Background: an optimization exercise with open tools, aiming at small area, a short achievable clock period and few clock cycles. Do not read the settings as production practice. RTL that was checked went through simulation tests only; none was proved equivalent to the original. For run 1, only the layout was checked, not whether the RTL still works. Power figures rest on the tool's default switching activity, not on a simulated workload.

### flow/design.v
module ck_unit (
    input  wire        clk,
    input  wire        rst,
    input  wire        req_valid,
    output wire        req_ready,
    input  wire        req_write,
    input  wire [7:0]  req_addr,
    input  wire [31:0] req_wdata,
    output reg         rsp_valid,
    output reg  [31:0] rsp_rdata,
    output wire        irq,
    output wire        evt_mismatch,
    output reg         evt_alive
);
    localparam [5:0] A_ID        = 6'h00;
    localparam [5:0] A_CTRL      = 6'h01;
    localparam [5:0] A_POLY      = 6'h02;
    localparam [5:0] A_POLYVAL   = 6'h03;
    localparam [5:0] A_INIT      = 6'h04;
    localparam [5:0] A_XOROUT    = 6'h05;
    localparam [5:0] A_BLOCK     = 6'h06;
    localparam [5:0] A_ALIVE     = 6'h07;
    localparam [5:0] A_EXPECTED  = 6'h0B;
    localparam [5:0] A_RESULT    = 6'h0C;
    localparam [5:0] A_FLAGS     = 6'h0D;
    localparam [5:0] A_IRQ_EN    = 6'h0E;
    localparam [5:0] A_BLOCKS    = 6'h10;
    localparam [5:0] A_MISMATCH  = 6'h11;
    localparam [5:0] A_REPEATS   = 6'h12;
    localparam [5:0] A_GAPS      = 6'h13;
    localparam [5:0] A_ALIVE_REF = 6'h14;
    localparam [5:0] A_FEED      = 6'h16;
    localparam [5:0] A_FEED1     = 6'h17;
    localparam [5:0] A_CMD       = 6'h18;
    localparam [31:0] ID_VALUE   = 32'h000D_0100;
    localparam [31:0] MU_P1 = 32'h04D1_01DF;
    localparam [31:0] MU_P2 = 32'h1F91_CAF6;
    localparam [31:0] MU_P3 = 32'h1130_3471;
    localparam [31:0] MU_P4 = 32'h0715_6A16;
    reg        en;
    reg [2:0]  src;
    reg [7:0]  id;
    reg [1:0]  end_mode;
    reg [1:0]  exp_src;
    reg [1:0]  alive_w;
    reg        nibble;
    reg [2:0]  preset;
    reg [5:0]  width;
    reg        refin;
    reg        refout;
    reg [31:0] polyval;
    reg [31:0] initval;
    reg [31:0] xorout;
    reg [23:0] block_len;
    reg [7:0]  delim;
    reg [23:0] alive_off;
    reg [31:0] expected;
    reg [31:0] result;      
    reg        res_fix;
    reg [6:0]  flags;
    reg [6:0]  irq_en;
    reg [31:0] cnt_blocks;
    reg [31:0] cnt_mismatch;
    reg [31:0] cnt_repeats;
    reg [31:0] cnt_gaps;
    reg [15:0] alive_ref;
    reg        alive_valid;
    reg [31:0] mu;
    reg [31:0] crc;         
    reg [31:0] tail;        
    reg        tail_ref;    
    reg [24:0] nbytes;      
    reg [23:0] left;        
    reg [3:0]  kh;          
    reg [4:0]  ch;          
    reg        ends_r;      
    reg [2:0]  win;         
    reg [2:0]  need;        
    reg        cmp_pend;    
    reg        r_new;       
    reg        r_write;
    reg [5:0]  r_addr;
    reg [31:0] r_data;      
    reg [2:0]  fcnt;        
    reg [3:0]  dhit;        
    reg        div_pend;
    reg        div_align;
    reg        div_run;
    reg [31:0] p_al;        
    reg [31:0] i_al;        
    reg [4:0]  lsh;         
    reg [2:0]  te;          
    reg [5:0]  e_w;
    reg [31:0] e_poly;
    reg [31:0] e_init;
    reg [31:0] e_xor;
    reg        e_refin;
    reg        e_refout;
    always @(*) begin
        case (preset)
            3'd1: begin
                e_w = 6'd32; e_poly = 32'h04C1_1DB7; e_init = 32'hFFFF_FFFF;
                e_xor = 32'hFFFF_FFFF; e_refin = 1'b1; e_refout = 1'b1;
            end
            3'd2: begin
                e_w = 6'd32; e_poly = 32'h1EDC_6F41; e_init = 32'hFFFF_FFFF;
                e_xor = 32'hFFFF_FFFF; e_refin = 1'b1; e_refout = 1'b1;
            end
            3'd3: begin
                e_w = 6'd16; e_poly = 32'h0000_1021; e_init = 32'h0000_FFFF;
                e_xor = 32'h0000_0000; e_refin = 1'b0; e_refout = 1'b0;
            end
            3'd4: begin
                e_w = 6'd8; e_poly = 32'h0000_0007; e_init = 32'h0000_0000;
                e_xor = 32'h0000_0000; e_refin = 1'b0; e_refout = 1'b0;
            end
            default: begin
                e_w = width; e_poly = polyval; e_init = initval;
                e_xor = xorout; e_refin = refin; e_refout = refout;
            end
        endcase
    end
    wire [31:0] wmask   = 32'hFFFF_FFFF >> lsh;
    wire [31:0] xor_m   = e_xor & wmask;
    wire [2:0] e_bytes = 3'd4 - {1'b0, lsh[4:3]};
    function [31:0] reflect32;
        input [31:0] v;
        integer i;
        begin
            for (i = 0; i < 32; i = i + 1)
                reflect32[i] = v[31 - i];
        end
    endfunction
    function [31:0] refbytes;
        input [31:0] v;
        integer i;
        begin
            for (i = 0; i < 32; i = i + 1)
                refbytes[i] = v[(i & ~7) + 7 - (i & 7)];
        end
    endfunction
    function [31:0] barrett;
        input [31:0] a;
        input [31:0] m;
        input [31:0] p;
        integer i, j;
        reg [31:0] q;
        begin
            q = a;
            for (j = 0; j < 32; j = j + 1)
                for (i = j + 1; i < 32; i = i + 1)
                    q[j] = q[j] ^ (a[i] & m[32 + j - i]);
            barrett = 32'd0;
            for (j = 0; j < 32; j = j + 1)
                for (i = 0; i <= j; i = i + 1)
                    barrett[j] = barrett[j] ^ (q[i] & p[j - i]);
        end
    endfunction
    function [32:0] sat_inc;
        input [31:0] v;
        reg [32:0] s;
        begin
            s = {1'b0, v} + 33'd1;
            sat_inc = {1'b0, s[31:0] | {32{s[32]}}};
        end
    endfunction
    function [31:0] finalize;
        input [31:0] c;
        input        ro;
        input [4:0]  sh;
        input [31:0] xm;
        input [31:0] wm;
        begin
            finalize = ((ro ? reflect32(c) : (c >> sh)) ^ xm) & wm;
        end
    endfunction
    wire wr_x = r_new && r_write;
    wire [31:0] wd = r_data;
    wire [2:0] w_src      = wd[3:1];
    wire [7:0] w_id       = wd[15:8];
    wire [1:0] w_end_mode = wd[17:16];
    reg [7:0] id_allowed;
    always @(*) begin
        case (w_src)
            3'd1, 3'd2: id_allowed = 8'h3F;
            3'd4:       id_allowed = 8'h0F;
            3'd5:       id_allowed = 8'h1F;
            3'd6:       id_allowed = 8'h01;
            3'd7:       id_allowed = 8'h07;
            default:    id_allowed = 8'h00;
        endcase
    end
    wire ctrl_others_same = (w_src == src) && (w_id == id) && (w_end_mode == end_mode) &&
                            (wd[19:18] == exp_src) && (wd[21:20] == alive_w) &&
                            (wd[22] == nibble);
    wire ctrl_bad = ((w_id & ~id_allowed) != 8'd0) ||
                    ((w_end_mode == 2'd1) && ((w_src == 3'd0) || (w_src == 3'd3))) ||
                    ((w_end_mode == 2'd0) && (block_len == 24'd0)) ||
                    (en && !ctrl_others_same);
    wire poly_bad  = en || (wd[2:0] > 3'd4) || (wd[13:8] == 6'd0) || (wd[13:8] > 6'd32);
    wire block_bad = en || ((wd[23:0] == 24'd0) && (end_mode == 2'd0));
    wire x_ctrl   = wr_x && (r_addr == A_CTRL);
    wire ctrl_ok  = x_ctrl && !ctrl_bad;
    wire x_poly   = wr_x && (r_addr == A_POLY);
    wire poly_ok  = x_poly && !poly_bad;
    wire x_pval   = wr_x && (r_addr == A_POLYVAL);
    wire x_cmd    = wr_x && (r_addr == A_CMD);
    wire cmd_end  = x_cmd && (wd[1:0] == 2'd1);
    wire cmd_rst  = x_cmd && (wd[1:0] == 2'd2);
    wire en_rise  = ctrl_ok && wd[0] && !en;
    wire blk_rst  = cmd_rst || en_rise;
    wire en_d  = ctrl_ok ? wd[0] : en;
    wire [2:0] src_d = ctrl_ok ? w_src : src;
    wire x_init   = wr_x && (r_addr == A_INIT);
    wire div_trig = (poly_ok && (wd[2:0] == 3'd0)) ||
                    ((x_pval || x_init) && !en && (preset == 3'd0));
    wire [2:0] preset_d = poly_ok ? wd[2:0]  : preset;
    wire [5:0] width_d  = poly_ok ? wd[13:8] : width;
    wire [1:0] exp_d    = ctrl_ok ? wd[19:18] : exp_src;
    wire [5:0] w_eff_d  = (preset_d == 3'd0) ? width_d :
                          (preset_d == 3'd3) ? 6'd16 :
                          (preset_d == 3'd4) ? 6'd8 : 6'd32;
    wire [5:0] lsh_d    = 6'd32 - w_eff_d;
    wire       trl_d    = (exp_d == 2'd1) || (exp_d == 2'd2);
    wire feeding = (fcnt != 3'd0);
    wire [2:0] k = {kh[3], kh[2] | kh[1], kh[2] | kh[0]};
    wire ends  = ends_r;
    wire split = ends_r && (k != fcnt);
    wire       trailer = (exp_src == 2'd1) || (exp_src == 2'd2);
    wire [3:0] wk      = {1'b0, win} + {1'b0, k};
    wire [2:0] win_next = (wk > {1'b0, te}) ? te : wk[2:0];
    wire [31:0] cb = {r_data[7:0], r_data[15:8], r_data[23:16], r_data[31:24]};
    wire [63:0] sw = {tail, cb};
    reg  [31:0] d_top;
    always @(*) begin
        case (win)
            3'd0:    d_top = sw[31:0];
            3'd1:    d_top = sw[39:8];
            3'd2:    d_top = sw[47:16];
            3'd3:    d_top = sw[55:24];
            default: d_top = sw[63:32];
        endcase
    end
    wire [31:0] tail_next = ({32{kh[0]}} & sw[55:24]) | ({32{kh[1]}} & sw[47:16]) |
                            ({32{kh[2]}} & sw[39:8])  | ({32{kh[3]}} & sw[31:0]);
    wire [31:0] a_full = crc ^ d_top;
    reg  [31:0] a_hi;
    reg  [31:0] crc_post;
    always @(*) begin
        a_hi = ({32{ch[1]}} & {24'd0, a_full[31:24]}) |
               ({32{ch[2]}} & {16'd0, a_full[31:16]}) |
               ({32{ch[3]}} & {8'd0, a_full[31:8]}) |
               ({32{ch[4]}} & a_full);
        crc_post = ({32{ch[0]}} & crc) |
                   ({32{ch[1]}} & {crc[23:0], 8'd0}) |
                   ({32{ch[2]}} & {crc[15:0], 16'd0}) |
                   ({32{ch[3]}} & {crc[7:0], 24'd0});
    end
    wire [31:0] crc_next = barrett(a_hi, mu, p_al) ^ crc_post;
    wire [23:0] left_next = (blk_rst || end_ev) ? block_len : feeding ? left - {21'd0, k} : left;
    wire [25:0] n_sum   = {1'b0, nbytes} + {23'd0, k};
    wire [24:0] n_next  = n_sum[25] ? 25'h1FF_FFFF : n_sum[24:0];
    wire [24:0] a_pos    = {1'b0, alive_off} + {24'd0, (alive_w == 2'd3)};
    wire [25:0] a_dist   = {1'b0, a_pos} - {1'b0, nbytes};
    wire        a_neg    = a_dist[25];
    wire        a_lt_k   = !a_neg && (a_dist[24:3] == 22'd0) && (a_dist[2:0] < k);
    wire        alive_hit = feeding && (alive_w != 2'd0) && a_lt_k;
    reg  [7:0]  a_bc;
    reg  [7:0]  a_loc;
    always @(*) begin
        case (a_dist[1:0])
            2'd0: begin a_bc = r_data[7:0];   a_loc = tail[7:0];     end
            2'd1: begin a_bc = r_data[15:8];  a_loc = r_data[7:0];   end
            2'd2: begin a_bc = r_data[23:16]; a_loc = r_data[15:8];  end
            default: begin a_bc = r_data[31:24]; a_loc = r_data[23:16]; end
        endcase
    end
    wire [15:0] a_raw = e_refin ? refbytes({16'd0, a_bc, a_loc}) : {a_bc, a_loc};
    wire [7:0]  a_b   = a_raw[15:8];
    wire [7:0]  a_lo  = a_raw[7:0];
    reg [15:0] alive_v;
    reg [15:0] alive_mod;
    always @(*) begin
        case (alive_w)
            2'd1:    begin alive_v = {12'd0, nibble ? a_b[7:4] : a_b[3:0]}; alive_mod = 16'h000F; end
            2'd2:    begin alive_v = {8'd0, a_b};  alive_mod = 16'h00FF; end
            default: begin alive_v = {a_b, a_lo};  alive_mod = 16'hFFFF; end
        endcase
    end
    wire [15:0] alive_succ = (alive_ref + 16'd1) & alive_mod;
    wire a_first  = alive_hit && !alive_valid;
    wire a_next   = alive_hit && alive_valid && (alive_v == alive_succ);
    wire a_repeat = alive_hit && alive_valid && !(alive_v == alive_succ) && (alive_v == alive_ref);
    wire a_gap    = alive_hit && alive_valid && !(alive_v == alive_succ) && !(alive_v == alive_ref);
    wire end_ev = (feeding && ends) || (cmd_end && (nbytes != 25'd0));
    wire [31:0] t_raw = tail_ref ? refbytes(tail) : tail;
    reg  [31:0] tail_be;
    reg  [31:0] tail_le;
    always @(*) begin
        case (e_bytes)
            3'd1: begin tail_be = {24'd0, t_raw[7:0]};  tail_le = {24'd0, t_raw[7:0]}; end
            3'd2: begin tail_be = {16'd0, t_raw[15:0]}; tail_le = {16'd0, t_raw[7:0], t_raw[15:8]}; end
            3'd3: begin tail_be = {8'd0, t_raw[23:0]};  tail_le = {8'd0, t_raw[7:0], t_raw[15:8], t_raw[23:16]}; end
            default: begin tail_be = t_raw; tail_le = {t_raw[7:0], t_raw[15:8], t_raw[23:16], t_raw[31:24]}; end
        endcase
    end
    wire [31:0] exp_value = (exp_src == 2'd1) ? tail_le :
                            (exp_src == 2'd2) ? tail_be : expected;
    wire [31:0] res_fin  = finalize(result, e_refout, lsh, xor_m, wmask);
    wire        mismatch = cmp_pend && (((res_fin ^ exp_value) & wmask) != 32'd0);
    wire short_crc   = trailer && (n_next <= {22'd0, e_bytes});
    wire short_alive = (alive_w != 2'd0) && !a_neg && !a_lt_k;
    wire compare     = (exp_src == 2'd0) || (trailer && !short_crc);
    wire div_last = div_run && mu[31];
    assign req_ready = !(feeding && split) && !div_trig && !div_pend && !div_align && !(div_run && !div_last);
    wire acc = req_valid && req_ready;
    wire [3:0] dhit_in = {req_wdata[31:24] == delim, req_wdata[23:16] == delim,
                          req_wdata[15:8] == delim, req_wdata[7:0] == delim};
    wire [2:0] fcnt_n = acc ? ((in_feed && feed_ok) ? 3'd4 : (in_feed1 && feed_ok) ? 3'd1 : 3'd0) :
                        feeding ? fcnt - k : fcnt;
    reg  [3:0] dhit_sh;
    always @(*) begin
        case (k)
            3'd1:    dhit_sh = {1'b0, dhit[3:1]};
            3'd2:    dhit_sh = {2'b0, dhit[3:2]};
            3'd3:    dhit_sh = {3'b0, dhit[3]};
            default: dhit_sh = dhit;
        endcase
    end
    wire [3:0] dhit_n = acc ? dhit_in : dhit_sh;
    wire [8:1] eql;
    wire [4:1] eqb;
    genvar gi;
    generate
        for (gi = 1; gi <= 8; gi = gi + 1) begin : g_eql
            assign eql[gi] = (left == gi);
        end
        for (gi = 1; gi <= 4; gi = gi + 1) begin : g_eqb
            assign eqb[gi] = (block_len == gi);
        end
    endgenerate
    wire [3:0] lhit_f = ({4{kh[0]}} & eql[5:2]) | ({4{kh[1]}} & eql[6:3]) |
                        ({4{kh[2]}} & eql[7:4]) | ({4{kh[3]}} & eql[8:5]);
    wire [3:0] lhit_n = (blk_rst || end_ev) ? eqb : feeding ? lhit_f : eql[4:1];
    wire [1:0] emode_d = ctrl_ok ? w_end_mode : end_mode;
    wire [3:0] vm_n = (fcnt_n == 3'd4) ? 4'b1111 : (fcnt_n == 3'd3) ? 4'b0111 :
                      (fcnt_n == 3'd2) ? 4'b0011 : (fcnt_n == 3'd1) ? 4'b0001 : 4'b0000;
    wire [3:0] emv_n = ((emode_d == 2'd0) ? lhit_n : (emode_d == 2'd2) ? dhit_n : 4'b0000) & vm_n;
    wire [3:0] kh_n = emv_n[0] ? 4'b0001 : emv_n[1] ? 4'b0010 : emv_n[2] ? 4'b0100 : emv_n[3] ? 4'b1000 :
                      (fcnt_n == 3'd4) ? 4'b1000 : (fcnt_n == 3'd3) ? 4'b0100 :
                      (fcnt_n == 3'd2) ? 4'b0010 : (fcnt_n == 3'd1) ? 4'b0001 : 4'b0000;
    wire [2:0] k_n   = {kh_n[3], kh_n[2] | kh_n[1], kh_n[2] | kh_n[0]};
    wire [2:0] te_n  = trl_d ? (3'd4 - {1'b0, lsh_d[4:3]}) : 3'd0;
    wire [2:0] win_n = (blk_rst || end_ev) ? 3'd0 : feeding ? win_next : win;
    wire [2:0] need_k = (need > k) ? need - k : 3'd0;
    wire [2:0] need_n = (blk_rst || end_ev) ? te_n : feeding ? need_k : need;
    wire [2:0] c_nx  = (k_n > need_n) ? k_n - need_n : 3'd0;
    wire [4:0] ch_n  = (c_nx == 3'd1) ? 5'b00010 : (c_nx == 3'd2) ? 5'b00100 :
                       (c_nx == 3'd3) ? 5'b01000 : (c_nx == 3'd4) ? 5'b10000 : 5'b00001;
    wire       in_feed  = req_write && (req_addr[7:2] == A_FEED);
    wire       in_feed1 = req_write && (req_addr[7:2] == A_FEED1);
    wire       feed_ok  = en_d && (src_d == 3'd0);
    wire [32:0] inc_blocks   = sat_inc(cnt_blocks);
    wire [32:0] inc_mismatch = sat_inc(cnt_mismatch);
    wire [32:0] inc_repeats  = sat_inc(cnt_repeats);
    wire [32:0] inc_gaps     = sat_inc(cnt_gaps);
    always @(posedge clk) begin
        if (rst) begin
            en <= 1'b0; src <= 3'd0; id <= 8'd0; end_mode <= 2'd0; exp_src <= 2'd0;
            alive_w <= 2'd0; nibble <= 1'b0;
            preset <= 3'd2; width <= 6'd32; refin <= 1'b1; refout <= 1'b1;
            polyval <= 32'd0; initval <= 32'd0; xorout <= 32'd0;
            block_len <= 24'd64; delim <= 8'd0; alive_off <= 24'd0;
            expected <= 32'd0; result <= 32'd0; res_fix <= 1'b0; cmp_pend <= 1'b0;
            flags <= 7'd0; irq_en <= 7'h77;
            cnt_blocks <= 32'd0; cnt_mismatch <= 32'd0; cnt_repeats <= 32'd0; cnt_gaps <= 32'd0;
            alive_ref <= 16'd0; alive_valid <= 1'b0;
            mu <= MU_P2; p_al <= 32'h1EDC_6F41; i_al <= 32'hFFFF_FFFF;
            lsh <= 5'd0; te <= 3'd0; div_align <= 1'b0;
            nbytes <= 25'd0;
            r_new <= 1'b0; fcnt <= 3'd0; kh <= 4'd0; ch <= 5'd1; ends_r <= 1'b0; div_pend <= 1'b0; div_run <= 1'b0;
            rsp_valid <= 1'b0;
            evt_alive <= 1'b0;
        end else begin
            r_new     <= acc;
            fcnt      <= fcnt_n;
            kh        <= kh_n;
            ch        <= ch_n;
            ends_r    <= |emv_n;
            rsp_valid <= acc && !req_write;
            if (acc) begin
                r_write <= req_write;
                r_addr  <= req_addr[7:2];
                r_data  <= ((in_feed || in_feed1) && e_refin) ? refbytes(req_wdata) : req_wdata;
            end else if (div_align) begin
                r_data  <= p_al;
            end else if (div_run) begin
                r_data  <= {r_data[30:0], 1'b0} ^ (r_data[31] ? p_al : 32'd0);
            end else if (feeding) begin
                case (k)
                    3'd1: r_data <= {8'd0, r_data[31:8]};
                    3'd2: r_data <= {16'd0, r_data[31:16]};
                    3'd3: r_data <= {24'd0, r_data[31:24]};
                    default: ;
                endcase
            end
            div_pend <= div_trig;
            lsh      <= lsh_d[4:0];
            te       <= trl_d ? (3'd4 - {1'b0, lsh_d[4:3]}) : 3'd0;
            if (div_pend) begin
                p_al      <= polyval & wmask;
                i_al      <= initval & wmask;
                mu        <= wmask;
                div_align <= 1'b1;
            end else if (div_align) begin
                if (mu[31]) begin
                    mu        <= 32'd1;
                    div_align <= 1'b0;
                    div_run   <= 1'b1;
                end else begin
                    p_al <= {p_al[30:0], 1'b0};
                    i_al <= {i_al[30:0], 1'b0};
                    mu   <= {mu[30:0], 1'b0};
                end
            end else if (div_run) begin
                mu <= {mu[30:0], r_data[31]};
                if (mu[31]) div_run <= 1'b0;
            end else if (poly_ok) begin
                case (wd[2:0])
                    3'd1: begin mu <= MU_P1; p_al <= 32'h04C1_1DB7; i_al <= 32'hFFFF_FFFF; end
                    3'd2: begin mu <= MU_P2; p_al <= 32'h1EDC_6F41; i_al <= 32'hFFFF_FFFF; end
                    3'd3: begin mu <= MU_P3; p_al <= 32'h1021_0000; i_al <= 32'hFFFF_0000; end
                    3'd4: begin mu <= MU_P4; p_al <= 32'h0700_0000; i_al <= 32'h0000_0000; end
                    default: ;
                endcase
            end
            evt_alive    <= a_repeat || a_gap;
            if (x_ctrl) begin
                if (ctrl_bad) begin
                    flags[6] <= 1'b1;
                end else begin
                    en       <= wd[0];
                    src      <= w_src;
                    id       <= w_id;
                    end_mode <= w_end_mode;
                    exp_src  <= wd[19:18];
                    alive_w  <= wd[21:20];
                    nibble   <= wd[22];
                end
            end
            if (x_poly) begin
                if (poly_bad) begin
                    flags[6] <= 1'b1;
                end else begin
                    preset <= wd[2:0];
                    width  <= wd[13:8];
                    refin  <= wd[14];
                    refout <= wd[15];
                end
            end
            if (wr_x) begin
                case (r_addr)
                    A_POLYVAL: if (en) flags[6] <= 1'b1; else polyval <= wd;
                    A_INIT:    if (en) flags[6] <= 1'b1; else initval <= wd;
                    A_XOROUT:  if (en) flags[6] <= 1'b1; else xorout  <= wd;
                    A_BLOCK: begin
                        if (block_bad) begin
                            flags[6] <= 1'b1;
                        end else begin
                            block_len <= wd[23:0];
                            delim     <= wd[31:24];
                        end
                    end
                    A_ALIVE:    if (en) flags[6] <= 1'b1; else alive_off <= wd[23:0];
                    A_EXPECTED: expected <= wd;
                    A_FLAGS:    flags <= (flags | {6'd0, mismatch}) & ~wd[6:0];
                    A_IRQ_EN:   if (en) flags[6] <= 1'b1; else irq_en <= wd[6:0];
                    A_FEED, A_FEED1: if (src != 3'd0) flags[5] <= 1'b1;
                    default: ;
                endcase
            end
            if (wr_x && r_addr == A_BLOCKS) cnt_blocks <= wd;
            else if (end_ev) cnt_blocks <= inc_blocks[31:0];
            if (wr_x && r_addr == A_MISMATCH) cnt_mismatch <= wd;
            else if (mismatch) cnt_mismatch <= inc_mismatch[31:0];
            if (wr_x && r_addr == A_REPEATS) cnt_repeats <= wd;
            else if (a_repeat) cnt_repeats <= inc_repeats[31:0];
            if (wr_x && r_addr == A_GAPS) cnt_gaps <= wd;
            else if (a_gap) cnt_gaps <= inc_gaps[31:0];
            if (blk_rst) begin
                alive_ref   <= 16'd0;
                alive_valid <= 1'b0;
            end else begin
                if (a_first) begin
                    alive_ref   <= alive_v;
                    alive_valid <= 1'b1;
                end
                if (a_next || a_gap) alive_ref <= alive_v;
                if (a_repeat) flags[1] <= 1'b1;
                if (a_gap)    flags[2] <= 1'b1;
            end
            cmp_pend <= end_ev && compare;
            if (mismatch && !(wr_x && r_addr == A_FLAGS)) flags[0] <= 1'b1;
            if (end_ev) begin
                result  <= crc_next;
                res_fix <= 1'b1;
                if (short_crc || short_alive) flags[3] <= 1'b1;
            end else if (res_fix) begin
                result  <= res_fin;
                res_fix <= 1'b0;
            end
            if (blk_rst || end_ev) begin
                nbytes <= 25'd0;
            end else if (feeding) begin
                nbytes <= n_next;
            end
        end
        if (blk_rst || end_ev) begin
            crc  <= i_al;
        end else if (feeding) begin
            crc  <= crc_next;
        end
        win  <= win_n;
        need <= need_n;
        dhit <= dhit_n;
        if (feeding) begin
            tail     <= tail_next;
            tail_ref <= e_refin;
        end
        left <= left_next;
    end
    always @(*) begin
        case (r_addr)
            A_ID:        rsp_rdata = ID_VALUE;
            A_CTRL:      rsp_rdata = {9'd0, nibble, alive_w, exp_src, end_mode, id, 4'd0, src, en};
            A_POLY:      rsp_rdata = {16'd0, refout, refin, width, 5'd0, preset};
            A_POLYVAL:   rsp_rdata = polyval;
            A_INIT:      rsp_rdata = initval;
            A_XOROUT:    rsp_rdata = xorout;
            A_BLOCK:     rsp_rdata = {delim, block_len};
            A_ALIVE:     rsp_rdata = {8'd0, alive_off};
            A_EXPECTED:  rsp_rdata = expected;
            A_RESULT:    rsp_rdata = res_fix ? res_fin : result;
            A_FLAGS:     rsp_rdata = {25'd0, flags[6:1], flags[0] | mismatch};
            A_IRQ_EN:    rsp_rdata = {25'd0, irq_en};
            A_BLOCKS:    rsp_rdata = cnt_blocks;
            A_MISMATCH:  rsp_rdata = mismatch ? inc_mismatch[31:0] : cnt_mismatch;
            A_REPEATS:   rsp_rdata = cnt_repeats;
            A_GAPS:      rsp_rdata = cnt_gaps;
            A_ALIVE_REF: rsp_rdata = {15'd0, alive_valid, alive_ref};
            default:     rsp_rdata = 32'd0;
        endcase
    end
    assign irq = |({flags[6:1], flags[0] | mismatch} & irq_en);
    assign evt_mismatch = mismatch;
endmodule
### flow/run.sh
#!/bin/bash
# synth_recipe.tcl (not shown) runs the flow's synth.tcl, then flattens the netlist and writes it again
# the make line also repeats each setting of config.mk as NAME=value (left out here)
make -C /OpenROAD-flow-scripts/flow DESIGN_CONFIG=/design/flow/config.mk WORK_HOME=/design/flow/orfs CLKGATE_MAP_FILE= SYNTH_SCRIPT=/design/flow/synth_recipe.tcl finish
### flow/config.mk
export PLATFORM = sky130hd
export DESIGN_NAME = ck_unit
export DESIGN_NICKNAME = ck_unit
export VERILOG_FILES = /design/flow/design.v
export SDC_FILE = /design/flow/constraint.sdc
export NUM_CORES = 4
export LEC_CHECK = 0
export CAP_MARGIN = 20
export CORE_MARGIN = 2
export CORE_UTILIZATION = 40
export SLEW_MARGIN = 20
### flow/constraint.sdc
create_clock -name core_clock -period 7.0 [get_ports {clk}]
set_input_delay 1.4000 -clock core_clock [delete_from_list [all_inputs] [get_ports {clk}]]
set_output_delay 1.4000 -clock core_clock [all_outputs]
set_load 0.01 [all_outputs]
==> results of run 1 <==
[routing by layer]
layer  global-route usage [%]  up-vias  share of wire (%)
li1                         -    29600                  -
met1                     51.7    33400                 37
met2                     60.0     5186                 42
met3                     10.0     1236                 12
met4                     31.7        8                9.3
met5                        0        -              0.020
[worst max-delay path: stages, from the launching register on]
cell and delay (ns):
edfxtp_1 0.50, or4_1 0.51, nor2_1 0.40, xnor2_1 0.20, nand3b_1 0.24, nor4_2 0.57, buf_4 0.28, buf_4 0.29
mux2i_1 0.34, or2_2 0.18, ha_1 0.20, o21ai_0 0.09, nand3_1 0.08, nand2_1 0.43, ha_1 0.50, nand2_1 0.06
o21a_1 0.13, inv_1 0.08, fa_1 0.43, xnor2_1 0.50, nand3_1 0.15, nor3_1 0.46, nor3_1 0.11
[synth_stat cells (34+ instances only)]
master     count  area (µm²)
a311oi_1      46         403
mux2i_1      217        2170
o21ai_0      374        1870
o211ai_1      53         398
clkbuf_1     561        2110
mux2_2        76         856
xnor3_1      152        3420
a22oi_1      188        1410
a31oi_1       63         394
dfxtp_1      565       11300
nand4_1      117         732
a221oi_1      70         613
o2111ai_1     34         298
mux4_2        66        1490
nor3_1       187         936
a21oi_1      546        2730
buf_2         95         475
xnor2_1      676        5920
ha_1          93        1160
o22ai_1       46         288
nand2b_1      45         282
buf_1         61         229
nor2_1       639        2400
nor4_1        50         313
and2_1        35         219
a222oi_1      41         410
a211oi_1     125         938
edfxtp_1     128        3840
and3_1       116         726
nand2_1     1808        6790
a22o_1        42         368
xor2_1       236        2070
inv_1        151         567
nand3_1      219        1100
[area by class of cell]
class / count / area, µm²
diodes: 34 / 85.1
clock inverters: 30 / 310
clock buffers: 121 / 2440
fillers: 16000 / 87400
multi-input cells: 6826 / 45500
repair buffers: 543 / 4700
inverters: 161 / 612
well taps: 2072 / 2590
flip-flops and latches: 693 / 15200
[path summary, 6_finish.rpt]
path                             startpoint          end  slack (ns)
worst max-delay path             r_data[11]        ch[0]        0.06
worst min-delay path            expected[7]  expected[7]        0.48
worst max register to register   r_data[11]        ch[0]        0.06
worst min register to register  expected[7]  expected[7]        0.48
[stage by stage]
stage / power (mW) / setup WS [ns]
final: 20.0 / 0.0632
after floorplan: 9.86 / 0.367
after CTS: 19.6 / -0.0401
after detailed placement: 15.1 / 0.0261
after global routing: 20.2 / -0.0449
after global placement: 15.0 / 0.0726
[logic make-up (layout without fill, tap and decap cells)]
group,Yosys count,after routing
and+or+nand+nor,3382,3382
AOI/OAI and AO/OA,1894,1894
xor gates and xnor gates,1084,1084
buffers and inverters,920,855
DFF,693,693
muxes,366,366
adders and majority gates,100,100
other,0,34
[power breakdown]
part / switching (mW) / leakage (nW) / internal (mW)
Combinational: 6.85 / 19.6 / 4.26
Sequential: 0.0629 / 5.74 / 4.31
Clock: 2.00 / 1.35 / 2.52
Total: 8.91 / 26.7 / 11.1
[timing repair]
action                                  CTS  global route
pin swaps                                 8            10
cloned                                    0             1
gates resized for setup                  46            49
buffers inserted                          9            16
endpoints found under the setup margin   33            38
==> impl_metrics.tcl, run 1 <==
set metrics [dict create \
    worstMarginPinSlew_ns 1.26 \
    vias_per_cell 6.62 \
    skew_ns 0.0611 \
    dp_cells 10300 \
    drtIter0Drc 10800 \
    routedWlPerCell_um 33.0 \
    grt_max_degree 85 \
    finalSetupViolCount 0 \
    ios 81 \
    final.period_utilization_pct 99.1 \
    cts_buffers 83 \
    final_cells 10500 \
    stdcell_area_um2 71400 \
    layout_commonest_cell "nand2_1" \
    vias 69400 \
    relSlewSlack_pct 15.4 \
    ctsRootBufferMaster "clkbuf_16" \
    yosys.area_share.simple_pct 23.0 \
    critPathMaxFanout 10 \
    grt.total_usage_pct 41.0 \
    synth_compound_area_share_pct 19.5 \
    fin_util_pct 45.0 \
    yosys_warnings 1 \
    worstHoldPathCells 2 \
    reg2reg_depth 22 \
    finalWirelength_um 346000 \
    syn_area_um2 64000 \
    nets 8452 \
    dp_hpwl_um 253000 \
    cts.path.max_buffers 3 \
    ys_seq_area_share_pct 23.7 \
    fmax_mhz 144 \
    cap_violations 0 \
    clkLatencyLatePin_ns 0.74 \
    finalHoldViolations 0 \
    area_growth_pct 11.5 \
    synth-seq-cells 693 \
    synthXorXnorAreaFrac_pct 18.5 \
    finalSetupTns_ns 0 \
    cts_sinks 693 \
    hp-class "reg2reg" \
    rsz0062_at_grt "yes" \
    synth_ff_type "dfxtp_1" \
    grt_pass1_vias 61900 \
    powerDensity_nw_per_um2 280 \
    synth_top_family_by_area "simple AND/OR/NAND/NOR gates" \
    start_util_pct 40.3 \
    antenna_found_initial 26 \
    synth_edf_count 128 \
    finalMaxSlewViolations 0 \
    vdd_drop_max_mv 0.578 \
    synth_adder_area_share_pct 2.04 \
    core-area_um2 159000 \
    crit_type "reg2reg" \
    worstPathRequired_ns 7.56 \
    synth_mux_area_share_pct 7.22 \
    die_height_um 404 \
    timing.hold.ws_ns 0.483 \
    cts.clk_slew.worst_paths_ns 0.06 \
    cts_tree "built" \
    die_area_um2 163000 \
    place_congestion 1.09 \
    async_reset_ff_share_pct 0 \
    rows 146 \
    synth_cell_types 105 \
    portBuffers 78 \
    grt_pass1_wl_um 482000 \
    crit_arrival_ns 7.50 \
    cts.hold.buffers_added 0 \
    drc 0 \
    htree_levels 3 \
    drtPass1Iterations 11 \
    synthCells 8439 \
    avgSynthCellArea_um2 7.59 \
    grt-ovfl-total 0 \
    drive_above_1_share_pct 10.8 \
    die_x_um 404 \
    p_leak_nw 26.7 \
    startpoint_type "flop" \
    status "finished clean" \
    fin_crit_ns 6.94 \
    placedInstanceArea_um2 68000 \
    ant_nets 0 \
    critical_path.endpoint_type "flop" \
    most-common-layout-cells "1802 x nand2_1, 675 x xnor2_1, 630 x nor2_1" \
    synth_nets 8583 \
]
==> inputs of run 2 (changes only) <==
--- a/flow/design.v
+++ b/flow/design.v
@@ -76,5 +76,10 @@
     reg        ends_r;      
-    reg [2:0]  win;         
-    reg [2:0]  need;        
+    reg        as_neg;      
+    reg        as_small;    
+    reg        as_m1;       
+    reg [2:0]  as3;         
+    reg [4:0]  need;        
     reg        cmp_pend;    
+    reg        rsp_late;    
+    reg        evt_m;
     reg        r_new;       
@@ -83,3 +88,3 @@
     reg [31:0] r_data;      
-    reg [2:0]  fcnt;        
+    reg [3:0]  vm;          
     reg [3:0]  dhit;        
@@ -91,3 +96,2 @@
     reg [4:0]  lsh;         
-    reg [2:0]  te;          
     reg [5:0]  e_w;
@@ -158,10 +162,2 @@
     endfunction
-    function [32:0] sat_inc;
-        input [31:0] v;
-        reg [32:0] s;
-        begin
-            s = {1'b0, v} + 33'd1;
-            sat_inc = {1'b0, s[31:0] | {32{s[32]}}};
-        end
-    endfunction
     function [31:0] finalize;
@@ -224,9 +220,9 @@
     wire       trl_d    = (exp_d == 2'd1) || (exp_d == 2'd2);
-    wire feeding = (fcnt != 3'd0);
+    wire feeding = vm[0];
     wire [2:0] k = {kh[3], kh[2] | kh[1], kh[2] | kh[0]};
     wire ends  = ends_r;
-    wire split = ends_r && (k != fcnt);
+    wire [3:0] rem = ({4{kh[0]}} & {1'b0, vm[3:1]}) | ({4{kh[1]}} & {2'b0, vm[3:2]}) |
+                     ({4{kh[2]}} & {3'b0, vm[3]});
+    wire split = |rem;
     wire       trailer = (exp_src == 2'd1) || (exp_src == 2'd2);
-    wire [3:0] wk      = {1'b0, win} + {1'b0, k};
-    wire [2:0] win_next = (wk > {1'b0, te}) ? te : wk[2:0];
     wire [31:0] cb = {r_data[7:0], r_data[15:8], r_data[23:16], r_data[31:24]};
@@ -234,11 +230,2 @@
     reg  [31:0] d_top;
-    always @(*) begin
-        case (win)
-            3'd0:    d_top = sw[31:0];
-            3'd1:    d_top = sw[39:8];
-            3'd2:    d_top = sw[47:16];
-            3'd3:    d_top = sw[55:24];
-            default: d_top = sw[63:32];
-        endcase
-    end
     wire [31:0] tail_next = ({32{kh[0]}} & sw[55:24]) | ({32{kh[1]}} & sw[47:16]) |
@@ -262,7 +249,12 @@
     wire [24:0] n_next  = n_sum[25] ? 25'h1FF_FFFF : n_sum[24:0];
-    wire [24:0] a_pos    = {1'b0, alive_off} + {24'd0, (alive_w == 2'd3)};
-    wire [25:0] a_dist   = {1'b0, a_pos} - {1'b0, nbytes};
-    wire        a_neg    = a_dist[25];
-    wire        a_lt_k   = !a_neg && (a_dist[24:3] == 22'd0) && (a_dist[2:0] < k);
-    wire        alive_hit = feeding && (alive_w != 2'd0) && a_lt_k;
+    wire [24:0] n_nx    = (blk_rst || end_ev) ? 25'd0 : feeding ? n_next : nbytes;
+    wire        s_neg   = as_neg;
+    wire        s_small = as_small;
+    wire        s_m1    = as_m1;
+    wire [2:0]  s3      = as3;
+    wire        aw3     = (alive_w == 2'd3);
+    wire        hit12   = s_small && (s3 < k);
+    wire        hit3    = s_m1 ? (k != 3'd0) : (s_small && ({1'b0, s3} + 4'd2 <= {1'b0, k}));
+    wire        alive_hit = feeding && (alive_w != 2'd0) && (aw3 ? hit3 : hit12);
+    wire [1:0]  jhi = aw3 ? s3[1:0] + 2'd1 : s3[1:0];
     reg  [7:0]  a_bc;
@@ -270,7 +262,14 @@
     always @(*) begin
-        case (a_dist[1:0])
-            2'd0: begin a_bc = r_data[7:0];   a_loc = tail[7:0];     end
-            2'd1: begin a_bc = r_data[15:8];  a_loc = r_data[7:0];   end
-            2'd2: begin a_bc = r_data[23:16]; a_loc = r_data[15:8];  end
-            default: begin a_bc = r_data[31:24]; a_loc = r_data[23:16]; end
+        case (jhi)
+            2'd0:    a_bc = r_data[7:0];
+            2'd1:    a_bc = r_data[15:8];
+            2'd2:    a_bc = r_data[23:16];
+            default: a_bc = r_data[31:24];
+        endcase
+        if (s_m1)
+            a_loc = tail[7:0];
+        else case (s3[1:0])
+            2'd0:    a_loc = r_data[7:0];
+            2'd1:    a_loc = r_data[15:8];
+            default: a_loc = r_data[23:16];
         endcase
@@ -308,6 +307,13 @@
                             (exp_src == 2'd2) ? tail_be : expected;
-    wire [31:0] res_fin  = finalize(result, e_refout, lsh, xor_m, wmask);
-    wire        mismatch = cmp_pend && (((res_fin ^ exp_value) & wmask) != 32'd0);
-    wire short_crc   = trailer && (n_next <= {22'd0, e_bytes});
-    wire short_alive = (alive_w != 2'd0) && !a_neg && !a_lt_k;
+    wire        end_chunk = feeding && ends;
+    wire        end_cmd   = end_ev && !end_chunk;
+    wire [31:0] fin_in   = res_fix ? result : crc;
+    wire [31:0] res_fin  = finalize(fin_in, e_refout, lsh, xor_m, wmask);
+    wire        mismatch = (cmp_pend || (end_cmd && compare)) &&
+                           (((res_fin ^ exp_value) & wmask) != 32'd0);
+    wire [3:0] n_lo_k    = {1'b0, nbytes[2:0]} + {1'b0, k};
+    wire short_crc   = trailer && (nbytes[24:3] == 22'd0) && (n_lo_k <= {1'b0, e_bytes});
+    wire short_alive = (alive_w != 2'd0) &&
+                       (aw3 ? ((k == 3'd0) ? (!s_neg || s_m1) : (!s_neg && !(s_small && ({1'b0, s3} + 4'd1 < {1'b0, k})))) :
+                              (!s_neg && !hit12));
     wire compare     = (exp_src == 2'd0) || (trailer && !short_crc);
@@ -318,13 +324,5 @@
                           req_wdata[15:8] == delim, req_wdata[7:0] == delim};
-    wire [2:0] fcnt_n = acc ? ((in_feed && feed_ok) ? 3'd4 : (in_feed1 && feed_ok) ? 3'd1 : 3'd0) :
-                        feeding ? fcnt - k : fcnt;
-    reg  [3:0] dhit_sh;
-    always @(*) begin
-        case (k)
-            3'd1:    dhit_sh = {1'b0, dhit[3:1]};
-            3'd2:    dhit_sh = {2'b0, dhit[3:2]};
-            3'd3:    dhit_sh = {3'b0, dhit[3]};
-            default: dhit_sh = dhit;
-        endcase
-    end
+    wire [3:0] vm_n = acc ? ((in_feed && feed_ok) ? 4'b1111 : (in_feed1 && feed_ok) ? 4'b0001 : 4'b0000) : rem;
+    wire [3:0] dhit_sh = ({4{kh[0]}} & {1'b0, dhit[3:1]}) | ({4{kh[1]}} & {2'b0, dhit[3:2]}) |
+                         ({4{kh[2]}} & {3'b0, dhit[3]});
     wire [3:0] dhit_n = acc ? dhit_in : dhit_sh;
@@ -345,23 +343,66 @@
     wire [1:0] emode_d = ctrl_ok ? w_end_mode : end_mode;
-    wire [3:0] vm_n = (fcnt_n == 3'd4) ? 4'b1111 : (fcnt_n == 3'd3) ? 4'b0111 :
-                      (fcnt_n == 3'd2) ? 4'b0011 : (fcnt_n == 3'd1) ? 4'b0001 : 4'b0000;
     wire [3:0] emv_n = ((emode_d == 2'd0) ? lhit_n : (emode_d == 2'd2) ? dhit_n : 4'b0000) & vm_n;
-    wire [3:0] kh_n = emv_n[0] ? 4'b0001 : emv_n[1] ? 4'b0010 : emv_n[2] ? 4'b0100 : emv_n[3] ? 4'b1000 :
-                      (fcnt_n == 3'd4) ? 4'b1000 : (fcnt_n == 3'd3) ? 4'b0100 :
-                      (fcnt_n == 3'd2) ? 4'b0010 : (fcnt_n == 3'd1) ? 4'b0001 : 4'b0000;
-    wire [2:0] k_n   = {kh_n[3], kh_n[2] | kh_n[1], kh_n[2] | kh_n[0]};
-    wire [2:0] te_n  = trl_d ? (3'd4 - {1'b0, lsh_d[4:3]}) : 3'd0;
-    wire [2:0] win_n = (blk_rst || end_ev) ? 3'd0 : feeding ? win_next : win;
-    wire [2:0] need_k = (need > k) ? need - k : 3'd0;
-    wire [2:0] need_n = (blk_rst || end_ev) ? te_n : feeding ? need_k : need;
-    wire [2:0] c_nx  = (k_n > need_n) ? k_n - need_n : 3'd0;
-    wire [4:0] ch_n  = (c_nx == 3'd1) ? 5'b00010 : (c_nx == 3'd2) ? 5'b00100 :
-                       (c_nx == 3'd3) ? 5'b01000 : (c_nx == 3'd4) ? 5'b10000 : 5'b00001;
+    wire [3:0] last_n = vm_n & ~{1'b0, vm_n[3:1]};
+    wire [3:0] kh_n = emv_n[0] ? 4'b0001 : emv_n[1] ? 4'b0010 : emv_n[2] ? 4'b0100 : emv_n[3] ? 4'b1000 : last_n;
+    reg  [4:0] te_n;
+    always @(*) begin
+        if (!trl_d)
+            te_n = 5'b00001;
+        else case (preset_d)
+            3'd1, 3'd2: te_n = 5'b10000;
+            3'd3:       te_n = 5'b00100;
+            3'd4:       te_n = 5'b00010;
+            default:    te_n = (width_d > 6'd24) ? 5'b10000 : (width_d > 6'd16) ? 5'b01000 :
+                               (width_d > 6'd8) ? 5'b00100 : 5'b00010;
+        endcase
+    end
+    wire       k0 = (kh == 4'd0);
+    wire [4:0] need_k = {need[4] & k0,
+                         (need[3] & k0) | (need[4] & kh[0]),
+                         (need[2] & k0) | (need[3] & kh[0]) | (need[4] & kh[1]),
+                         (need[1] & k0) | (need[2] & kh[0]) | (need[3] & kh[1]) | (need[4] & kh[2]),
+                         need[0] | (need[1] & !k0) | (need[2] & (kh[1] | kh[2] | kh[3])) |
+                         (need[3] & (kh[2] | kh[3])) | (need[4] & kh[3])};
+    wire [4:0] need_n = (blk_rst || end_ev) ? te_n : need_k;
+    wire [23:0] aoff_d = (wr_x && (r_addr == A_ALIVE) && !en) ? wd[23:0] : alive_off;
+    wire [25:0] a_sub_n = {2'b0, aoff_d} - {1'b0, n_nx};
+    wire [4:0] ch_n;
+    assign ch_n[4] = kh_n[3] & need_n[0];
+    assign ch_n[3] = (kh_n[3] & need_n[1]) | (kh_n[2] & need_n[0]);
+    assign ch_n[2] = (kh_n[3] & need_n[2]) | (kh_n[2] & need_n[1]) | (kh_n[1] & need_n[0]);
+    assign ch_n[1] = (kh_n[3] & need_n[3]) | (kh_n[2] & need_n[2]) | (kh_n[1] & need_n[1]) | (kh_n[0] & need_n[0]);
+    assign ch_n[0] = ~|ch_n[4:1];
+    wire [4:0] win_n;
+    assign win_n[0] = |(te_n & need_n);
+    assign win_n[1] = (te_n[1] & need_n[0]) | (te_n[2] & need_n[1]) | (te_n[3] & need_n[2]) | (te_n[4] & need_n[3]);
+    assign win_n[2] = (te_n[2] & need_n[0]) | (te_n[3] & need_n[1]) | (te_n[4] & need_n[2]);
+    assign win_n[3] = (te_n[3] & need_n[0]) | (te_n[4] & need_n[1]);
+    assign win_n[4] = te_n[4] & need_n[0];
     wire       in_feed  = req_write && (req_addr[7:2] == A_FEED);
     wire       in_feed1 = req_write && (req_addr[7:2] == A_FEED1);
+    reg  [31:0] r_data_n;
+    always @(*) begin
+        if (acc)
+            r_data_n = ((in_feed || in_feed1) && e_refin) ? refbytes(req_wdata) : req_wdata;
+        else if (div_align)
+            r_data_n = p_al;
+        else if (div_run)
+            r_data_n = {r_data[30:0], 1'b0} ^ (r_data[31] ? p_al : 32'd0);
+        else if (feeding)
+            case (k)
+                3'd1:    r_data_n = {8'd0, r_data[31:8]};
+                3'd2:    r_data_n = {16'd0, r_data[31:16]};
+                3'd3:    r_data_n = {24'd0, r_data[31:24]};
+                default: r_data_n = r_data;
+            endcase
+        else
+            r_data_n = r_data;
+    end
+    wire [31:0] tail_n = feeding ? tail_next : tail;
+    wire [63:0] sw_n   = {tail_n, r_data_n[7:0], r_data_n[15:8], r_data_n[23:16], r_data_n[31:24]};
     wire       feed_ok  = en_d && (src_d == 3'd0);
-    wire [32:0] inc_blocks   = sat_inc(cnt_blocks);
-    wire [32:0] inc_mismatch = sat_inc(cnt_mismatch);
-    wire [32:0] inc_repeats  = sat_inc(cnt_repeats);
-    wire [32:0] inc_gaps     = sat_inc(cnt_gaps);
+    wire [32:0] inc_blocks   = {1'b0, cnt_blocks}   + 33'd1;
+    wire [32:0] inc_mismatch = {1'b0, cnt_mismatch} + 33'd1;
+    wire [32:0] inc_repeats  = {1'b0, cnt_repeats}  + 33'd1;
+    wire [32:0] inc_gaps     = {1'b0, cnt_gaps}     + 33'd1;
     always @(posedge clk) begin
@@ -378,6 +419,6 @@
             mu <= MU_P2; p_al <= 32'h1EDC_6F41; i_al <= 32'hFFFF_FFFF;
-            lsh <= 5'd0; te <= 3'd0; div_align <= 1'b0;
+            lsh <= 5'd0; div_align <= 1'b0;
             nbytes <= 25'd0;
-            r_new <= 1'b0; fcnt <= 3'd0; kh <= 4'd0; ch <= 5'd1; ends_r <= 1'b0; div_pend <= 1'b0; div_run <= 1'b0;
-            rsp_valid <= 1'b0;
+            r_new <= 1'b0; vm <= 4'd0; kh <= 4'd0; ch <= 5'd1; ends_r <= 1'b0; div_pend <= 1'b0; div_run <= 1'b0;
+            rsp_valid <= 1'b0; rsp_late <= 1'b0; evt_m <= 1'b0;
             evt_alive <= 1'b0;
@@ -385,3 +426,3 @@
             r_new     <= acc;
-            fcnt      <= fcnt_n;
+            vm        <= vm_n;
             kh        <= kh_n;
@@ -389,3 +430,4 @@
             ends_r    <= |emv_n;
-            rsp_valid <= acc && !req_write;
+            rsp_valid <= (acc && !req_write && !end_chunk) || rsp_late;
+            rsp_late  <= acc && !req_write && end_chunk;
             if (acc) begin
@@ -393,14 +435,2 @@
                 r_addr  <= req_addr[7:2];
-                r_data  <= ((in_feed || in_feed1) && e_refin) ? refbytes(req_wdata) : req_wdata;
-            end else if (div_align) begin
-                r_data  <= p_al;
-            end else if (div_run) begin
-                r_data  <= {r_data[30:0], 1'b0} ^ (r_data[31] ? p_al : 32'd0);
-            end else if (feeding) begin
-                case (k)
-                    3'd1: r_data <= {8'd0, r_data[31:8]};
-                    3'd2: r_data <= {16'd0, r_data[31:16]};
-                    3'd3: r_data <= {24'd0, r_data[31:24]};
-                    default: ;
-                endcase
             end
@@ -408,3 +438,2 @@
             lsh      <= lsh_d[4:0];
-            te       <= trl_d ? (3'd4 - {1'b0, lsh_d[4:3]}) : 3'd0;
             if (div_pend) begin
@@ -482,9 +511,9 @@
             if (wr_x && r_addr == A_BLOCKS) cnt_blocks <= wd;
-            else if (end_ev) cnt_blocks <= inc_blocks[31:0];
+            else if (end_ev && !inc_blocks[32]) cnt_blocks <= inc_blocks[31:0];
             if (wr_x && r_addr == A_MISMATCH) cnt_mismatch <= wd;
-            else if (mismatch) cnt_mismatch <= inc_mismatch[31:0];
+            else if (mismatch && !inc_mismatch[32]) cnt_mismatch <= inc_mismatch[31:0];
             if (wr_x && r_addr == A_REPEATS) cnt_repeats <= wd;
-            else if (a_repeat) cnt_repeats <= inc_repeats[31:0];
+            else if (a_repeat && !inc_repeats[32]) cnt_repeats <= inc_repeats[31:0];
             if (wr_x && r_addr == A_GAPS) cnt_gaps <= wd;
-            else if (a_gap) cnt_gaps <= inc_gaps[31:0];
+            else if (a_gap && !inc_gaps[32]) cnt_gaps <= inc_gaps[31:0];
             if (blk_rst) begin
@@ -501,5 +530,6 @@
             end
-            cmp_pend <= end_ev && compare;
+            cmp_pend <= end_chunk && compare;
+            evt_m    <= mismatch;
             if (mismatch && !(wr_x && r_addr == A_FLAGS)) flags[0] <= 1'b1;
-            if (end_ev) begin
+            if (end_chunk) begin
                 result  <= crc_next;
@@ -507,2 +537,6 @@
                 if (short_crc || short_alive) flags[3] <= 1'b1;
+            end else if (end_ev) begin
+                result  <= res_fin;
+                res_fix <= 1'b0;
+                if (short_crc || short_alive) flags[3] <= 1'b1;
             end else if (res_fix) begin
@@ -522,4 +556,11 @@
         end
-        win  <= win_n;
+        r_data <= r_data_n;
+        d_top <= ({32{win_n[0]}} & sw_n[31:0])  | ({32{win_n[1]}} & sw_n[39:8]) |
+                 ({32{win_n[2]}} & sw_n[47:16]) | ({32{win_n[3]}} & sw_n[55:24]) |
+                 ({32{win_n[4]}} & sw_n[63:32]);
         need <= need_n;
+        as_neg   <= a_sub_n[25];
+        as_small <= !a_sub_n[25] && (a_sub_n[24:3] == 22'd0);
+        as_m1    <= &a_sub_n;
+        as3      <= a_sub_n[2:0];
         dhit <= dhit_n;
@@ -542,7 +583,7 @@
             A_EXPECTED:  rsp_rdata = expected;
-            A_RESULT:    rsp_rdata = res_fix ? res_fin : result;
-            A_FLAGS:     rsp_rdata = {25'd0, flags[6:1], flags[0] | mismatch};
+            A_RESULT:    rsp_rdata = result;
+            A_FLAGS:     rsp_rdata = {25'd0, flags};
             A_IRQ_EN:    rsp_rdata = {25'd0, irq_en};
             A_BLOCKS:    rsp_rdata = cnt_blocks;
-            A_MISMATCH:  rsp_rdata = mismatch ? inc_mismatch[31:0] : cnt_mismatch;
+            A_MISMATCH:  rsp_rdata = cnt_mismatch;
             A_REPEATS:   rsp_rdata = cnt_repeats;
@@ -553,4 +594,4 @@
     end
-    assign irq = |({flags[6:1], flags[0] | mismatch} & irq_en);
-    assign evt_mismatch = mismatch;
+    assign irq = |(flags & irq_en);
+    assign evt_mismatch = evt_m;
 endmodule
--- a/flow/config.mk
+++ b/flow/config.mk
@@ -7,2 +7,3 @@
 export LEC_CHECK = 0
+export ABC_CLOCK_PERIOD_IN_PS = 5000
 export CAP_MARGIN = 20
@@ -10,2 +11,3 @@
 export CORE_UTILIZATION = 40
+export SETUP_SLACK_MARGIN = 2.0
 export SLEW_MARGIN = 20
==> run 2 against run 1 <==
Via count is 4.0% lower. Utilization increased by 1.4 points. Cell count down 3.8%. Critical path type unchanged. Largest cell class unchanged. Still clean.
==> impl_metrics.tcl, run 2 <==
set metrics [dict create \
    status "finished clean" \
    most-common-layout-cells "1507 x nand2_1, 860 x xnor2_1, 628 x dfxtp_1" \
    syn_area_um2 61500 \
    rr_startpoint "r_data[14]" \
    htree_levels 3 \
    rsz0062_at_grt "yes" \
    cts.path.max_buffers 3 \
    area_growth_pct 14.9 \
    portBuffers 78 \
    ios 81 \
    relSlewSlack_pct 20.8 \
    place_congestion 1.07 \
    multi_input_area_um2 44400 \
    synth_compound_area_share_pct 19.8 \
    rows 143 \
    cp.depth 15 \
    hp-class "reg2reg" \
    cts_buffers 86 \
    ant_nets 0 \
    max_stage_delay_ns 0.69 \
    drc 0 \
    synth_cell_types 103 \
    synth_top_family_by_area "simple AND/OR/NAND/NOR gates" \
    worstSetupStartpoint "r_data[14]" \
    drtPass1Iterations 13 \
    synth-seq-cells 729 \
    synthXorXnorAreaFrac_pct 19.9 \
    synthCells 8058 \
    worstReg2RegEnd "ch[0]" \
    antenna_found_initial 21 \
    vias_per_cell 6.60 \
    skew_ns 0.0462 \
    die_area_um2 157000 \
    drtIter0Drc 12100 \
    synth_top_area_share_pct 21.7 \
    clkLatencyLatePin_ns 0.74 \
    stdcell_area_um2 70600 \
    crit_arrival_ns 6.05 \
    grt-ovfl-total 0 \
    synth.largest_area_cell "dfxtp_1" \
    synth_mux_area_share_pct 6.92 \
    critPathSlowestCell "dfxtp_1" \
    nets 8090 \
    worstPathRequired_ns 7.59 \
    cap_violations 0 \
    final.period_utilization_pct 77.9 \
    fin_util_pct 46.4 \
    synth_adder_area_share_pct 1.39 \
    synth.most_common_cell "nand2_1" \
    fin_crit_ns 5.45 \
    regArea_um2 15300 \
    synth_ff_type "dfxtp_1" \
    die_x_um 396 \
    dp_cells 9740 \
    rrSetupSlack_ns 1.55 \
    vias 66600 \
    grt.total_usage_pct 40.6 \
    grt_pass1_vias 59800 \
    vdd_drop_max_mv 0.176 \
    finalMaxSlewViolations 0 \
    finalSetupViolCount 0 \
    placedInstanceArea_um2 64600 \
    cts_sinks 729 \
    final_cells 10100 \
    critPathMaxFanout 21 \
    finalHoldViolations 0 \
    yosys.area_share.simple_pct 21.7 \
    avgSynthCellArea_um2 7.63 \
    worstMarginPinSlew_ns 1.18 \
    layout_commonest_cell "nand2_1" \
    synth_edf_count 64 \
    crit_chain "xor2_1 -> nor4_2 -> nand3_1 -> o41ai_2 -> nand3_1 -> buf_4 -> o2111ai_1 -> or4b_1 -> a21boi_0 -> a2bb2oi_1 -> a21boi_2 -> nand2b_1 -> a21boi_0 -> o22ai_1 -> a21o_1" \
    ctsRootBufferMaster "clkbuf_16" \
    die_height_um 396 \
    critical_path.endpoint_type "flop" \
    ys_top_cells_by_area "dfxtp_1 22%, xnor2_1 12%, nand2_1 9.3%" \
    fmax_mhz 183 \
    cts_tree "built" \
    core-area_um2 152000 \
    fillers 15000 \
    cts.hold.buffers_added 0 \
    grt_pass1_wl_um 463000 \
    finalSetupTns_ns 0 \
    finalWirelength_um 332000 \
    cts.clk_slew.worst_paths_ns 0.07 \
    reg2reg_depth 15 \
    crit_buf_inv 1 \
    start_util_pct 40.4 \
    crit_type "reg2reg" \
    yosys_warnings 1 \
    powerDensity_nw_per_um2 145 \
    startpoint_type "flop" \
    synthTopCellsByCount "1518 x nand2_1, 874 x xnor2_1, 665 x dfxtp_1" \
    drive_above_1_share_pct 13.5 \
    grt_max_degree 85 \
    ys_seq_area_share_pct 24.8 \
    synth_nets 8168 \
    routedWlPerCell_um 32.9 \
    crit_path_end "ch[0]" \
    cpLargestDelayFamily "compound AO/OA/AOI/OAI gates" \
    async_reset_ff_share_pct 0 \
    p_leak_nw 24.8 \
    dp_hpwl_um 238000 \
]
[run 2: logic make-up after synthesis]
| group | count (synthesis) |
|---|---|
| simple gates | 3040 |
| mux | 323 |
| flops | 729 |
| buf+inv | 864 |
| compound gates | 1752 |
| fa+ha+maj | 66 |
| xor+xnor | 1284 |
[run 2: worst min-delay path: stages (launching register included)]
cell and delay, ns:
dfxtp_1 0.32, nand2_1 0.06, a21oi_1 0.03
[run 2: report_power, final]
part / internal, mW / total (mW) / switching (mW)
Sequential: 4.24 / 4.34 / 0.104
Combinational: 0.266 / 0.968 / 0.702
Clock: 2.86 / 4.95 / 2.09
[run 2: layer usage]
layer  vias to the layer above  wire length (µm)  GRT usage (%)  part of all wire [%]
li1                      28200                 -              -                     -
met1                     32100            124000           52.8                    37
met2                      5187            134000           57.6                    40
met3                      1076             46300           12.5                    14
met4                        16             27200           27.0                   8.2
met5                         -               162              0                 0.049
[run 2: layout make-up]
| cell class | count | area share (%) |
|---|---|---|
| inverters | 117 | 0.641 |
| diodes | 12 | 0.0425 |
| clock inverters | 40 | 0.847 |
| clock buffers | 113 | 3.38 |
| well taps | 2030 | 3.60 |
| multi-input cells | 6467 | 62.8 |
| repair buffers | 579 | 7.01 |
| flip-flops and latches | 729 | 21.7 |
[run 2: worst min-delay path by stage]
stage,from,end,slack [ns],depth (start not counted)
CTS,flags[4],flags[4],0.45,2
global placement,flags[4],flags[4],0.44,2
finish,flags[4],flags[4],0.46,2
floorplan,rsp_late,rsp_valid,0.42,1
detailed placement,flags[4],flags[4],0.44,2
global route,flags[4],flags[4],0.47,2
[run 2: timing repair]
action,in CTS,in global routing
gates cloned,1,4
endpoints found under the hold margin,0,0
endpoints found under the setup margin,239,178
buffers inserted,113,62
resized for setup,197,151
pin swaps,53,47
[run 2: stage by stage]
stage                     hold slack [ns]  power (mW)  setup slack, ns
after global routing                0.474        10.4             1.54
after floorplan                     0.418        4.83             1.75
after CTS                           0.454        10.1             1.69
after global placement              0.436        5.26            0.741
final                               0.458        10.3             1.55
after detailed placement            0.444        5.27            0.636
Testbench counts of run 2, summed over its fixed seeds: cycles 7,129.

==> what the ideal ports hide <==
No port has a modelled driver above. Below, the same layouts with a new extraction and two added sets of constraints.
Step 1 (the two cells are an assumption about what drives the block):
set clk [get_ports {clk}]
set_driving_cell -lib_cell sky130_fd_sc_hd__clkbuf_16 $clk
set_driving_cell -lib_cell sky130_fd_sc_hd__buf_2 [delete_from_list [all_inputs] $clk]
Step 2 times the ports against the registers' clock, not the clock port: input delays grow and output delays shrink by t, the midpoint of the rising clock arrivals with the driver on.
Three values: no drivers, after step 1, after step 2; two values: the first two.
run | shift t [ns] | slack for setup (ns) | hold WS [ns] | worst data-port slew with drivers (ns) | pins driven straight from the clock port
run 1 | 0.784 | 0.063 / 0.026 / 0.063 | 0.483 / 0.483 / 0.483 | 0.05 | 1
run 2 | 0.798 | 1.545 / 1.545 / 1.545 | 0.458 / 0.458 / 0.458 | 0.08 | 1
After both steps setup and hold are still met in every run listed.
